Background: an optimization exercise with open tools, aiming at small area, a short achievable clock period and few clock cycles per item. Do not read the settings as production practice.
At most, simulation tests tie the RTL to the original design; equivalence was not proved.

Setup of xenon:
// qg_spread_quant
module qg_spread_quant (
    input  wire         clk,
    input  wire         rst,
    input  wire         in_valid,
    output wire         in_ready,
    input  wire         in_first,    
    input  wire         in_blank,    
    input  wire         in_dots,     
    input  wire         in_grey3,    
    input  wire [16:0]  in_share,    
    input  wire [15:0]  in_gain,     
    input  wire [2:0]   in_lev,      
    input  wire [127:0] in_vol,      
    output reg          out_valid,
    output reg  [2:0]   out_lev,
    output reg          out_clip
);
export LEC_CHECK = 0
export ABC_AREA = 1
export CAP_MARGIN = 20
export CORE_MARGIN = 2
export CORE_UTILIZATION = 40
export CTS_CLUSTER_DIAMETER = 100
export CTS_CLUSTER_SIZE = 22
export PLACE_DENSITY = 0.6
export SLEW_MARGIN = 20
create_clock -name core_clock -period 36.0 [get_ports {clk}]
standard.sh (not shown) runs the stock make flow with config.mk's settings and CLKGATE_MAP_FILE= SYNTH_SCRIPT=/design/flow/synth_recipe.tcl, a recipe that flattens the netlist after the stock synthesis.
==> flow/flow/run.sh <==
#!/bin/bash
# The standard layout, except that the ports are buffered with the
# smallest buffer (sky130_fd_sc_hd__buf_1) instead of the delay cell
# buffer_ports picks by itself, and clock tree synthesis uses smaller
# leaf buffers and adds no dummy loads.  Synthesis is the standard one.
set -euo pipefail
bash standard.sh synth > synth.log 2>&1
bash standard.sh "BUFFER_PORTS_ARGS=-buffer_cell sky130_fd_sc_hd__buf_1" \
    "CTS_ARGS=-sink_clustering_enable -repair_clock_nets -sink_clustering_size 16 -sink_clustering_max_diameter 80 -sink_clustering_buffer sky130_fd_sc_hd__clkbuf_8 -dont_use_dummy_load" \
    finish > layout.log 2>&1
Testbench counts of xenon, summed over its fixed seeds: cycles 40,016, items 40,000.
[inputs] juniper vs xenon
--- a/flow/design.v
+++ b/flow/design.v
@@ -589,13 +589,13 @@
     end
     wire [15:0] v_top = s2_grey3 ? v[7] : v[3];
     wire        clip  = !neg && (big || !carry19({3'd0, v_top}, {3'b111, nw2[16:1]}, 1'b1));
     wire        zero  = clip || neg;
     always @(posedge clk) begin
         out_valid <= s2_valid && !rst;
-        if (rst || (s1_valid && s1_first)) begin
+        if (s1_valid && s1_first) begin
             c_want <= 16'd0;
             c_nvol <= 16'hffff;
         end else if (s2_valid && !s2_blank) begin
             c_want <= zero ? 16'd0 : want[15:0];
             c_nvol <= zero ? 16'hffff : ~v_sel;
         end
==> run summary <==
Die height delta (xenon -> juniper): insignificant. Xor and xnor fraction of the mapped netlist area: juniper vs xenon, no meaningful difference. In terms of number of placed cells counting well taps, xenon and juniper differ only marginally.
Testbench counts of juniper, summed over its fixed seeds: cycles 40,016, items 40,000.

---

== rev 12 ==
Another version of the RTL of qg_spread_quant (not shown whole).
For scale: roughly 2800 cells after synthesis, ~340 flip-flops, roughly 24000 um^2 of cells after synthesis.
export LEC_CHECK = 0
export ABC_AREA = 1
export CAP_MARGIN = 20
export CORE_MARGIN = 2
export CORE_UTILIZATION = 40
export CTS_CLUSTER_DIAMETER = 100
export CTS_CLUSTER_SIZE = 22
export PLACE_DENSITY = 0.6
export SLEW_MARGIN = 20
create_clock -name core_clock -period 36.0 [get_ports {clk}]
==> flow/flow/run.sh <==
#!/bin/bash
# The standard layout, except that the ports are buffered with the
# smallest buffer (sky130_fd_sc_hd__buf_1) instead of the delay cell
# buffer_ports picks by itself.  Synthesis is the standard one.
set -euo pipefail
bash standard.sh synth > synth.log 2>&1
bash standard.sh "BUFFER_PORTS_ARGS=-buffer_cell sky130_fd_sc_hd__buf_1" finish > layout.log 2>&1
The following lists how rev 13 was set up differently from rev 12:
-- flow/design.v --
<<< rev 12, line 20
    reg         s1_first, s1_blank, s1_dots, s1_grey3;
    reg [16:0]  s1_share;
    reg [15:0]  s1_gain;
    reg [2:0]   s1_lev;
    reg [111:0] s1_vol;
>>> rev 13, line 20
    reg         s1_first, s1_blank, s1_dots, s1_grey3;
    reg [16:0]  s1_share;
    reg [15:0]  s1_ngain;    
    reg [2:0]   s1_lev;
    reg [111:0] s1_vol;
<<< rev 12, line 30
        s1_grey3 <= in_grey3;
        s1_share <= in_share;
        s1_gain  <= in_dots ? 16'h4000 : in_gain;
        s1_lev   <= in_lev;
        s1_vol   <= in_vol[127:16];
>>> rev 13, line 30
        s1_grey3 <= in_grey3;
        s1_share <= in_share;
        s1_ngain <= ~(in_dots ? 16'h4000 : in_gain);
        s1_lev   <= in_lev;
        s1_vol   <= in_vol[127:16];
<<< rev 12, line 36
    genvar gi;
    wire [18:-1] bs = {2'b00, s1_share, 1'b0};     
    wire [15:0]  bg = s1_gain;
    wire [32:0] mul_a, mul_b;
    wire bn0 = bs[1];
>>> rev 13, line 36
    genvar gi;
    wire [18:-1] bs = {2'b00, s1_share, 1'b0};     
    wire [15:0]  bg = ~s1_ngain;
    wire [32:0] mul_a, mul_b;
    wire bn0 = bs[1];
<<< rev 12, line 534
    endgenerate
    reg  [15:0] c_want;
    reg  [15:0] c_vol;
    wire [18:0] w_p  = {3'd0, s2_own};
    wire [18:0] w_q  = {2'd0, s2_a};
    wire [18:0] w_v  = {3'b111, ~c_vol};
    wire [18:0] w_s1 = w_p ^ w_q ^ w_v;
    wire [18:0] w_c1 = (w_p & w_q) | (w_p & w_v) | (w_q & w_v);
>>> rev 13, line 534
    endgenerate
    reg  [15:0] c_want;
    reg  [15:0] c_nvol;      
    wire [18:0] w_p  = {3'd0, s2_own};
    wire [18:0] w_q  = {2'd0, s2_a};
    wire [18:0] w_v  = {3'b111, c_nvol};
    wire [18:0] w_s1 = w_p ^ w_q ^ w_v;
    wire [18:0] w_c1 = (w_p & w_q) | (w_p & w_v) | (w_q & w_v);
<<< rev 12, line 566
            wire [19:0] c = (nw2 & y) | (nw2 & z) | (y & z);
            wire        t = s[19] ^ c[18] ^ carry19(s[18:0], {c[17:0], 1'b0}, 1'b1);
            assign up[gi] = (gi < 4 || s2_grey3) && t && (v[gi] != v[gi-1]);
        end
    endgenerate
>>> rev 13, line 566
            wire [19:0] c = (nw2 & y) | (nw2 & z) | (y & z);
            wire        t = s[19] ^ c[18] ^ carry19(s[18:0], {c[17:0], 1'b0}, 1'b1);
            assign up[gi] = (gi < 4 || s2_grey3) && t && carry19({3'd0, v[gi]}, {3'b111, ~v[gi-1]}, 1'b0);
        end
    endgenerate
<<< rev 12, line 589
    end
    wire [15:0] v_top = s2_grey3 ? v[7] : v[3];
    wire        clip  = !neg && (big || carry19({3'd0, want[15:0]}, {3'b111, ~v_top}, 1'b0));
    wire        zero  = clip || neg;
    always @(posedge clk) begin
>>> rev 13, line 589
    end
    wire [15:0] v_top = s2_grey3 ? v[7] : v[3];
    wire        clip  = !neg && (big || !carry19({3'd0, v_top}, {3'b111, nw2[16:1]}, 1'b1));
    wire        zero  = clip || neg;
    always @(posedge clk) begin
<<< rev 12, line 595
        if (s1_valid && s1_first) begin
            c_want <= 16'd0;
            c_vol  <= 16'd0;
        end else if (s2_valid && !s2_blank) begin
            c_want <= zero ? 16'd0 : want[15:0];
            c_vol  <= zero ? 16'd0 : v_sel;
        end
        out_lev  <= s2_blank ? 3'd0 : best;
>>> rev 13, line 595
        if (s1_valid && s1_first) begin
            c_want <= 16'd0;
            c_nvol <= 16'hffff;
        end else if (s2_valid && !s2_blank) begin
            c_want <= zero ? 16'd0 : want[15:0];
            c_nvol <= zero ? 16'hffff : ~v_sel;
        end
        out_lev  <= s2_blank ? 3'd0 : best;
### Flow results
Rev 13 vs. rev 12: area of the die comparable; worst-case hold slack fell 0.0071 ns.
The detailed-routed wire length on met3 on rev 12 is in line with that on rev 13.
Between rev 12 and rev 13, the sequential cell area fraction in the yosys report figures differ only marginally.
Diff rev 12 -> rev 13: relative area of non-clock buffer cells in the final design about even, number of maximum-capacitance constraint violations essentially unchanged, clock latency at the later pin of the worst-skew pair now sits at about the same level.
Rev 12 has a lower clock-buffer cell count than rev 13.
Delta (rev 13 minus rev 12): total via count after detailed routing increased by 589 relative to the old numbers, cell area decreased by about 0.6% relative to the old numbers, final critical-path setup slack increased by 0.019 ns relative to the old numbers.
Testbench counts of rev 13, summed over its fixed seeds: cycles 40,016, items 40,000.
No functional check of the RTL was part of rev 12.

-- static timing again, ports no longer ideal --
In the flow no input, the clock included, has a driving cell. The finished layouts below were timed again as built, in two steps. Step 1 assumes that a clkbuf_16 drives the clock port and a buf_2 every other input. Step 2 adds t to the input delays and takes it off the output delays; t is the mean of the earliest and latest rising clock arrival at the registers after step 1. Input paths then give back, and output paths get back, about the clock's delay inside the block. Three values: ideal ports, drivers, drivers and shift; two values: the first two.
run	shift t [ns]	slack for setup (ns)	pins driven straight from the clock port
xenon	0.592	27.765 / 27.703 / 27.886	1
juniper	0.596	27.773 / 27.714 / 28.078	1
rev 12	0.629	27.733 / 27.679 / 27.813	1
rev 13	0.635	27.752 / 27.690 / 28.073	1
After both steps every run listed still meets setup and hold.
